What follows belongs to an exercise in optimizing a design on an open flow for small area, a short achievable clock period and few clock cycles per item; a production flow would make more cautious choices.
In this exercise RTL edits were held to simulation tests only and were not proved equivalent to the original.

==> flow/design.v <==
module hedgerow_bq2 (
    input  wire               clk,
    input  wire               rst,
    input  wire               in_valid,
    output wire               in_ready,
    input  wire signed [23:0] x_m,
    input  wire signed [7:0]  x_e,
    input  wire [1:0]         bq_en,
    input  wire signed [23:0] bq1_b0,
    input  wire signed [23:0] bq1_b1,
    input  wire signed [23:0] bq1_b2,
    input  wire signed [23:0] bq1_a1,
    input  wire signed [23:0] bq1_a2,
    input  wire signed [7:0]  bq1_exp,
    input  wire signed [23:0] bq2_b0,
    input  wire signed [23:0] bq2_b1,
    input  wire signed [23:0] bq2_b2,
    input  wire signed [23:0] bq2_a1,
    input  wire signed [23:0] bq2_a2,
    input  wire signed [7:0]  bq2_exp,
    output reg                out_valid,
    output reg  signed [23:0] y_m,
    output reg  signed [7:0]  y_e,
    output reg                ovf
);
    localparam [3:0] ST_IDLE = 4'd0,
                     ST_Y0   = 4'd1,    
                     ST_Y1   = 4'd2,    
                     ST_YR   = 4'd3,    
                     ST_A0   = 4'd4,    
                     ST_A1   = 4'd5,    
                     ST_A2   = 4'd6,    
                     ST_AP   = 4'd7,    
                     ST_B0   = 4'd8,    
                     ST_B1   = 4'd9,    
                     ST_BP   = 4'd10,   
                     ST_END  = 4'd11;   
    reg [3:0] state;
    reg       fsel;                     
    reg signed [23:0] s1 [0:1];
    reg signed [23:0] s2 [0:1];
    reg signed [7:0]  es [0:1];         
    reg [4:0]         low [0:1];        
    reg [1:0]         used;             
    reg signed [23:0] cur_m;            
    reg signed [7:0]  cur_e;
    reg signed [23:0] yv_m;             
    reg signed [7:0]  yv_e;
    reg signed [63:0] acc;
    reg               ovf_acc;
    assign in_ready = (state == ST_IDLE);
    wire signed [23:0] c_b0  = fsel ? bq2_b0  : bq1_b0;
    wire signed [23:0] c_b1  = fsel ? bq2_b1  : bq1_b1;
    wire signed [23:0] c_b2  = fsel ? bq2_b2  : bq1_b2;
    wire signed [23:0] c_a1  = fsel ? bq2_a1  : bq1_a1;
    wire signed [23:0] c_a2  = fsel ? bq2_a2  : bq1_a2;
    wire signed [7:0]  c_exp = fsel ? bq2_exp : bq1_exp;
    wire signed [23:0] f_s1 = s1[fsel];
    wire signed [23:0] f_s2 = s2[fsel];
    wire signed [7:0]  f_es = es[fsel];
    wire signed [11:0] ex_tag = (cur_m == 24'sd0) ? -12'sd64 : {{4{cur_e[7]}}, cur_e};
    wire signed [11:0] eb_x   = {{4{c_exp[7]}}, c_exp} + ex_tag;       
    wire signed [11:0] ea_y   = 12'sd1 + {{4{yv_e[7]}}, yv_e};         
    wire signed [11:0] es_w   = {{4{f_es[7]}}, f_es};                  
    reg signed [11:0] ref_r;
    always @* begin
        case (state)
            ST_Y0, ST_Y1, ST_YR:
                ref_r = ((eb_x > es_w) ? eb_x : es_w) + 12'sd3;
            ST_A0, ST_A1, ST_A2, ST_AP:
                if (eb_x >= ea_y && eb_x >= es_w)      ref_r = eb_x + 12'sd3;
                else if (ea_y >= es_w)                 ref_r = ea_y + 12'sd3;
                else                                   ref_r = es_w + 12'sd3;
            default:
                ref_r = ((eb_x > ea_y) ? eb_x : ea_y) + 12'sd3;
        endcase
    end
    reg signed [23:0] mul_a;
    reg signed [23:0] mul_b;
    reg signed [11:0] term_e;
    reg               term_is_state;
    reg signed [23:0] term_state;
    always @* begin
        mul_a         = c_b0;
        mul_b         = cur_m;
        term_e        = eb_x;
        term_is_state = 1'b0;
        term_state    = f_s1;
        case (state)
            ST_Y0: begin mul_a = c_b0; mul_b = cur_m; term_e = eb_x; end
            ST_Y1: begin term_is_state = 1'b1; term_state = f_s1; term_e = es_w; end
            ST_A0: begin mul_a = c_b1; mul_b = cur_m; term_e = eb_x; end
            ST_A1: begin mul_a = c_a1; mul_b = -yv_m; term_e = ea_y; end
            ST_A2: begin term_is_state = 1'b1; term_state = f_s2; term_e = es_w; end
            ST_B0: begin mul_a = c_b2; mul_b = cur_m; term_e = eb_x; end
            ST_B1: begin mul_a = c_a2; mul_b = -yv_m; term_e = ea_y; end
            default: ;
        endcase
    end
    wire signed [47:0] product = mul_a * mul_b;
    wire signed [63:0] term_raw = term_is_state ? ({{40{term_state[23]}}, term_state} <<< 23)
                                                : {{16{product[47]}}, product};
    wire signed [11:0] align_sh = ref_r - term_e - 12'sd17;
    reg  signed [63:0] term_al;
    always @* begin
        if (align_sh < 0)
            term_al = term_raw <<< (-align_sh);
        else if (align_sh > 12'sd63)
            term_al = term_raw >>> 63;
        else
            term_al = term_raw >>> align_sh;
    end
    wire first_term = (state == ST_Y0) || (state == ST_A0) || (state == ST_B0);
    wire signed [63:0] acc_next = (first_term ? 64'sd0 : acc) + term_al;
    wire        acc_neg = acc[63];
    wire [63:0] acc_abs = acc_neg ? (~acc + 64'd1) : acc;
    reg [6:0] acc_len;                  
    integer i;
    always @* begin
        acc_len = 7'd0;
        for (i = 0; i < 64; i = i + 1)
            if (acc_abs[i]) acc_len = i[6:0] + 7'd1;
    end
    wire [63:0] acc_top   = acc_abs >> (acc_len - 7'd23);
    wire        round_up  = (acc_len >= 7'd23) && (acc_top[22:0] == 23'h7FFFFF);
    wire signed [11:0] k_need = {5'd0, acc_len} - 12'sd22 + (round_up ? 12'sd1 : 12'sd0);
    wire signed [11:0] e_need = k_need + ref_r - 12'sd40;
    wire is_put  = (state == ST_AP) || (state == ST_BP);
    wire signed [11:0] e_min  = is_put ? es_w : -12'sd64;
    wire signed [11:0] e_max  = is_put ? 12'sd40 : 12'sd63;
    wire signed [11:0] e_sel  = (e_need > e_min) ? e_need : e_min;
    wire               e_over = (e_sel > e_max) && (acc != 64'sd0);
    wire signed [11:0] e_res  = e_over ? e_max : e_sel;
    wire signed [11:0] k_res  = e_res - ref_r + 12'sd40;
    reg signed [11:0] k_cl;
    reg signed [88:0] rnd;
    reg signed [63:0] rq;
    reg               r_half;
    reg               r_sticky;
    reg [63:0]        r_mask;
    always @* begin
        if (k_res < -12'sd24)      k_cl = -12'sd24;
        else if (k_res > 12'sd64)  k_cl = 12'sd64;
        else                       k_cl = k_res;
        rq       = 64'sd0;
        r_half   = 1'b0;
        r_sticky = 1'b0;
        r_mask   = 64'd0;
        if (k_cl <= 0) begin
            rnd = {{25{acc[63]}}, acc} <<< (-k_cl);
        end else begin
            rq       = acc >>> k_cl;
            r_half   = acc[k_cl - 1];
            r_mask   = (64'd1 << (k_cl - 1)) - 64'd1;
            r_sticky = |(acc & r_mask);
            rnd      = {{25{rq[63]}}, rq} + {88'd0, (r_half & (r_sticky | rq[0]))};
        end
    end
    wire        iv_zero = (acc == 64'sd0);
    wire signed [23:0] iv_m = iv_zero ? 24'sd0 :
                              e_over  ? (acc_neg ? -24'sd4194303 : 24'sd4194303) :
                                        rnd[23:0];
    wire signed [7:0]  iv_e = iv_zero ? -8'sd64 : e_res[7:0];
    wire rnd_big_pos = (rnd > 89'sd8388607);
    wire rnd_big_neg = (rnd < -89'sd8388608);
    wire signed [23:0] put_m = rnd_big_pos ? 24'sd8388607 :
                               rnd_big_neg ? -24'sd8388608 : rnd[23:0];
    wire signed [7:0]  put_e = e_res[7:0];
    wire signed [23:0] other_m = (state == ST_AP) ? f_s2 : f_s1;
    wire signed [11:0] raise_k = e_res - es_w;
    reg  signed [23:0] other_rnd;
    reg  signed [23:0] oq;
    reg  [4:0]         ok;
    reg  [23:0]        omask;
    always @* begin
        ok = (raise_k > 12'sd24) ? 5'd24 : raise_k[4:0];
        oq = other_m >>> ok;
        omask = (24'd1 << (ok - 5'd1)) - 24'd1;
        if (raise_k <= 0)
            other_rnd = other_m;
        else
            other_rnd = oq + {23'd0, (other_m[ok - 5'd1] & ((|(other_m & omask)) | oq[0]))};
    end
    function automatic quiet;
        input signed [23:0] m;
        quiet = (m < 24'sd1048576) && (m > -24'sd1048576);
    endfunction
    integer f;
    always @(posedge clk) begin
        if (rst) begin
            state     <= ST_IDLE;
            fsel      <= 1'b0;
            out_valid <= 1'b0;
            y_m       <= 24'sd0;
            y_e       <= 8'sd0;
            ovf       <= 1'b0;
            used      <= 2'b00;
            ovf_acc   <= 1'b0;
            for (f = 0; f < 2; f = f + 1) begin
                s1[f]  <= 24'sd0;
                s2[f]  <= 24'sd0;
                es[f]  <= -8'sd40;
                low[f] <= 5'd0;
            end
        end else begin
            out_valid <= 1'b0;
            case (state)
                ST_IDLE: begin
                    if (in_valid) begin
                        cur_m   <= x_m;
                        cur_e   <= x_e;
                        ovf_acc <= 1'b0;
                        if (bq_en[0]) begin
                            fsel  <= 1'b0;
                            state <= ST_Y0;
                        end else if (bq_en[1]) begin
                            fsel  <= 1'b1;
                            state <= ST_Y0;
                        end else begin
                            state <= ST_END;
                        end
                    end
                end
                ST_Y0, ST_Y1, ST_A0, ST_A1, ST_A2, ST_B0, ST_B1: begin
                    acc   <= acc_next;
                    state <= state + 4'd1;
                end
                ST_YR: begin
                    yv_m <= iv_m;
                    yv_e <= iv_e;
                    if (e_over) ovf_acc <= 1'b1;
                    state <= ST_A0;
                end
                ST_AP: begin
                    s1[fsel] <= put_m;
                    s2[fsel] <= other_rnd;
                    es[fsel] <= put_e;
                    if (e_over) ovf_acc <= 1'b1;
                    state <= ST_B0;
                end
                ST_BP: begin
                    s2[fsel] <= put_m;
                    s1[fsel] <= other_rnd;
                    es[fsel] <= put_e;
                    used[fsel] <= 1'b1;
                    if (e_over) ovf_acc <= 1'b1;
                    cur_m <= yv_m;
                    cur_e <= yv_e;
                    if (!fsel && bq_en[1]) begin
                        fsel  <= 1'b1;
                        state <= ST_Y0;
                    end else begin
                        state <= ST_END;
                    end
                end
                ST_END: begin
                    for (f = 0; f < 2; f = f + 1) begin
                        if (used[f]) begin
                            if (quiet(s1[f]) && quiet(s2[f])) begin
                                if (low[f] >= 5'd15 && es[f] > -8'sd40) begin
                                    es[f]  <= es[f] - 8'sd1;
                                    s1[f]  <= s1[f] <<< 1;
                                    s2[f]  <= s2[f] <<< 1;
                                    low[f] <= 5'd0;
                                end else if (low[f] < 5'd16) begin
                                    low[f] <= low[f] + 5'd1;
                                end
                            end else begin
                                low[f] <= 5'd0;
                            end
                        end
                    end
                    y_m       <= cur_m;
                    y_e       <= cur_e;
                    ovf       <= ovf_acc;
                    out_valid <= 1'b1;
                    state     <= ST_IDLE;
                end
                default: state <= ST_IDLE;
            endcase
        end
    end
endmodule
==> flow/run.sh <==
#!/bin/bash
# synth_recipe.tcl (not shown) runs the flow's synth.tcl, then flattens the netlist and writes it again
# the make line also repeats each setting of config.mk as NAME=value (left out here)
make -C /OpenROAD-flow-scripts/flow DESIGN_CONFIG=/design/flow/config.mk WORK_HOME=/design/flow/orfs CLKGATE_MAP_FILE= SYNTH_SCRIPT=/design/flow/synth_recipe.tcl finish
==> flow/config.mk <==
export PLATFORM = sky130hd
export DESIGN_NAME = hedgerow_bq2
export DESIGN_NICKNAME = hedgerow_bq2
export VERILOG_FILES = /design/flow/design.v
export SDC_FILE = /design/flow/constraint.sdc
export NUM_CORES = 4
export LEC_CHECK = 0
export CAP_MARGIN = 20
export CORE_MARGIN = 2
export CORE_UTILIZATION = 40
export PLACE_DENSITY = 0.6
export SLEW_MARGIN = 20
==> flow/constraint.sdc <==
create_clock -name core_clock -period 25.0 [get_ports {clk}]
set_input_delay 5.0000 -clock core_clock [delete_from_list [all_inputs] [get_ports {clk}]]
set_output_delay 5.0000 -clock core_clock [all_outputs]
set_load 0.01 [all_outputs]
==> Flow_metrics.wiki <==
{| class="wikitable"
! Metric !! Value
|-
| Status || no timing/DRC/antenna violations
|-
| Worst clock skew || approximately 0.049 ns
|-
| Post-layout nets || about 13000
|-
| Die width || around 440 um
|-
| Post-synth design cell area || ~78000 sq um
|-
| Routed length per instance || slightly above 30 um
|-
| Transition at the pin with the smallest max-transition slack || 1.318 ns
|-
| Global-route wire length before repair || between 600 and 700 mm
|-
| Core ar. || just under 200000 sq um
|-
| Worst hold path class || reg2reg
|-
| Number of warnings printed during yosys synthesis || 2
|-
| I/O Pins || between 300 and 400
|-
| Yosys top cell area share || between 15 and 20%
|-
| Multi-input logic area || ~65000 sq um
|-
| Cell total after placement || 14060
|-
| Number of hold buffers added after cts || 0
|-
| Portion of the post-synthesis area used by sequential elements || a little over a tenth
|-
| Maximum number of pins on one net before global-route repair || slightly above 90
|-
| Largest area contributor in the synthesized netlist || fa_1
|-
| Total number of vias || about 91000
|-
| Count of mapped cells out of synthesis || roughly 10000
|-
| Delay contributed by the slowest stage of the critical path || between 0.5 and 0.6 ns
|-
| Number of search-and-repair iterations in the first detailed-routing pass || 9
|-
| Post-synthesis to final-layout area growth || 23.49%
|-
| Critical path data arrival time || 24.53 ns
|-
| Clk pin slew, worst setup/hold paths || 0.06 ns
|-
| Vias per std cell || between 6 and 7
|-
| Startpoint-to-endpoint class of the critical path || in2reg
|-
| Synth cell types || between 100 and 150
|-
| Core Rows || between 150 and 200
|-
| Library cell appearing most often on the critical path || ha_1
|-
| Final weighted congestion in routability-driven placement || 1.061
|-
| Post-synth top flop || edfxtp_1
|-
| TritonCTS Buffers || 34
|-
| Tot GR Track Use || between 40% and 50%
|-
| Number of buffer and inverter stages on the critical path || 16
|-
| Max Cap Viol || 0
|-
| Number of fillers in the final layout || roughly 19000
|-
| Final-report setup violation count || 0
|-
| Final hold violations || 0
|-
| CP Max Fanout || 14
|-
| Remaining antenna violation count || 0
|-
| Drt total wl || approximately 430 mm
|-
| Highest-delay cell along the critical path || or4_1
|-
| Net Count, Synth || about 12000
|-
| Sort of element at the end of the critical path || flop
|-
| Fmax || 0.04130 GHz
|-
| Final standard cell area without fillers || roughly 96000 sq um
|-
| Sum of overflow across all layers after global routing || 0
|-
| Die area || about 200000 sq um
|-
| Total DRC errors in the routed layout || 0
|-
| Initial Util || 40.28%
|-
| Clock Sinks || 293
|-
| Number of global-route vias before repair || approximately 89000
|-
| Synthesized area per cell || roughly 7.4 sq um
|-
| Number of design-rule violations left by the first detailed-router iteration || between 10000 and 15000
|-
| Share of the cycle needed by the critical path after routing || around 97%
|-
| Fraction of registers with async set or reset after synthesis || 0%
|-
| Post-synth EDFFs || 240
|-
| Relative max-transition margin || 12.13%
|-
| Total area of sequential cells || 8275 sq um
|-
| Later-pin clock latency in the skew report || 0.63 ns
|-
| Launching element type of the critical path || input port
|-
| TritonCTS clock tree || done
|-
| Die span in y || between 400 and 500 um
|-
| Share of cells above drive strength 1 || between 10% and 20%
|-
| Post-Place Cell Area || 93910 sq um
|-
| Fin. max-slew vios || 0
|-
| Ranking of synthesized cells by area || fa_1 16%, edfxtp_1 9.3%, nand2_1 7.8%, mux2i_1 6.1%, ha_1 5.8%
|-
| Clock tree root buffer cell || clkbuf_16
|-
| Data required time at the worst endpoint || ~25 ns
|-
| Yosys reg bits || ~290
|-
| Number of levels the H-tree was split into || 2
|-
| Initial antenna violation count || 29
|-
| Detailed placement HPWL || roughly 350 mm
|-
| Final critical delay including setup and external delays || 24.22 ns
|-
| Kind of cell adding the most delay to the critical path || simple AND/OR/NAND/NOR gates
|-
| Maximum buffer depth of the clock tree || 3
|-
| Number of standard cells in the layout, taps in and fillers out || about 14000
|-
| Port bufs || about 330
|}
==> through the flow <==
stage / setup TNS [ns] / hold slack (ns) / util [%] / setup WS, ns
floorplan: 0 / 0.4316 / - / 0.01609
global placement: -56.88 / 0.4434 / 48.69 / -0.6980
detailed placement: -39.57 / 0.4465 / 48.71 / -0.5517
CTS: 0 / 0.4558 / 49.37 / 0.01694
global route: -5.554 / 0.4795 / 49.72 / -0.1071
finish: 0 / 0.4586 / 49.74 / 0.7843
==> per-layer routing <==
layer	global-route usage, %	share of wire [%]	up-vias
li1	-	-	39520
met1	50.87	37	44540
met2	67.96	45	5534
met3	7.457	9.0	1427
met4	30.90	8.9	2
met5	0	0.0030	-
==> tightest hold or removal path: stages, from the launching register on <==
cell and delay, ns:
dfxtp_1 0.31, nand2_1 0.05, a21oi_1 0.06
==> cells in the final DEF (no fill, tap or decap), types with 125 or more instances in the layout <==
cell	synthesis	routed
a31oi_1	155	153
edfxtp_1	240	240
nor2_1	892	869
nor3_1	255	246
fa_1	614	611
nand3_1	290	288
a21oi_1	729	693
mux4_2	125	125
mux2i_1	470	469
ha_1	359	355
nor2b_1	144	140
o22ai_1	127	126
buf_4	6	1486
inv_1	776	774
nand2_1	1607	1604
o21ai_0	522	497
xor2_1	137	132
xnor2_1	222	209
clkdlybuf4s50_1	0	326
==> area by class of cell <==
class / count / area share (%)
antenna: 20 / 0.05219
clock buffer: 39 / 0.9277
tap: 2526 / 3.296
clock inverter: 22 / 0.3797
timing repair buffer: 1864 / 16.01
inverter: 786 / 3.077
multi-input combinational: 8600 / 67.63
sequential: 293 / 8.630
==> state kept, by name (all words and copies together), names as in the netlist, named ones only <==
register and flops:
out_valid 1, fsel 1, cur_m 24, yv_m 24, y_m 24, cur_e 8, es 16, ovf_acc 1
state 4, y_e 8, s1 48, s2 48, low 10, used 2, yv_e 8, acc 64
ovf 1
==> path summary, 6_finish.rpt <==
path              startpoint   endpoint  slack, ns  cells after the start
hold / removal        y_e[6]     y_e[6]       0.46                      2
setup reg to reg      acc[3]  s2[1][21]       1.66                    103
setup / recovery  bq2_exp[0]  s2[1][21]       0.78                     91
hold reg to reg       y_e[6]     y_e[6]       0.46                      2
==> cell usage after synthesis (27+ instances only) <==
| library cell | instances |
|---|---|
| edfxtp_1 | 240 |
| a221oi_1 | 43 |
| and3_1 | 76 |
| mux2i_1 | 470 |
| dfxtp_1 | 53 |
| o41ai_1 | 30 |
| a21o_1 | 107 |
| mux2_2 | 56 |
| xor2_1 | 137 |
| buf_2 | 27 |
| nor3_1 | 255 |
| a2111oi_0 | 30 |
| o21ai_1 | 31 |
| nor2b_1 | 144 |
| o21bai_1 | 29 |
| a31oi_1 | 155 |
| mux4_2 | 125 |
| o21a_1 | 58 |
| o21ai_0 | 522 |
| or4_1 | 39 |
| nand3_1 | 290 |
| and2_1 | 93 |
| or3_1 | 75 |
| a211oi_1 | 104 |
| fa_1 | 614 |
| o211ai_1 | 105 |
| a32oi_1 | 66 |
| ha_1 | 359 |
| xnor2_1 | 222 |
| nor4_1 | 99 |
| nand2_1 | 1607 |
| or2_2 | 61 |
| a21boi_0 | 38 |
| nor2_1 | 892 |
| a22oi_1 | 38 |
| o221ai_1 | 39 |
| o311ai_0 | 33 |
| o22ai_1 | 127 |
| nand4_1 | 85 |
| nand2b_1 | 74 |
| buf_1 | 83 |
| clkbuf_1 | 627 |
| a21oi_1 | 729 |
| inv_1 | 776 |
| o31ai_1 | 133 |
==> logic make-up after synthesis <==
kind of cell	count (synthesis)	synth area share, %
xor+xnor	359	4.049
flops	293	10.65
buf+inv	1530	7.478
mux	652	10.51
fa+ha+maj	973	21.61
compound gates	2709	22.68
simple gates	3907	23.02
==> timing repair <==
action | CTS | global route
buffers inserted | 0 | 9
pin swaps | 0 | 38
gates cloned | 0 | 1
endpoints found under the setup margin | 12 | 113
endpoints found under the hold margin | 0 | 0
resized for setup | 4 | 142
Testbench counts, summed over its fixed seeds: cycles 186,600, items 9,600.

afterwards: timing with drivers on the ports:
The flow's constraints put no driver on any port. The routed layout listed below was extracted and timed again, unchanged, in two steps.
Step 1 sets driving cells, clkbuf_16 on the clock port and buf_2 on the other inputs (assumed; they add their load-dependent delay and slew).
Step 2 adds t to the input delays and takes it off the output delays; t is the mean of the earliest and latest rising clock arrival at the registers after step 1. Input paths then give back, and output paths get back, about the clock's delay inside the block.
Slacks: no drivers / after step 1 / after step 2; pairs: no drivers / after step 1.
t, ns: 0.673
setup WS [ns]: 0.784 / 0.832 / 0.158
cell pins on the clock port's net: 1
After both steps setup and hold are still met in this run. For this run, drivers alone change the setup slack by +0.048 ns; drivers and shift together by -0.626 ns.
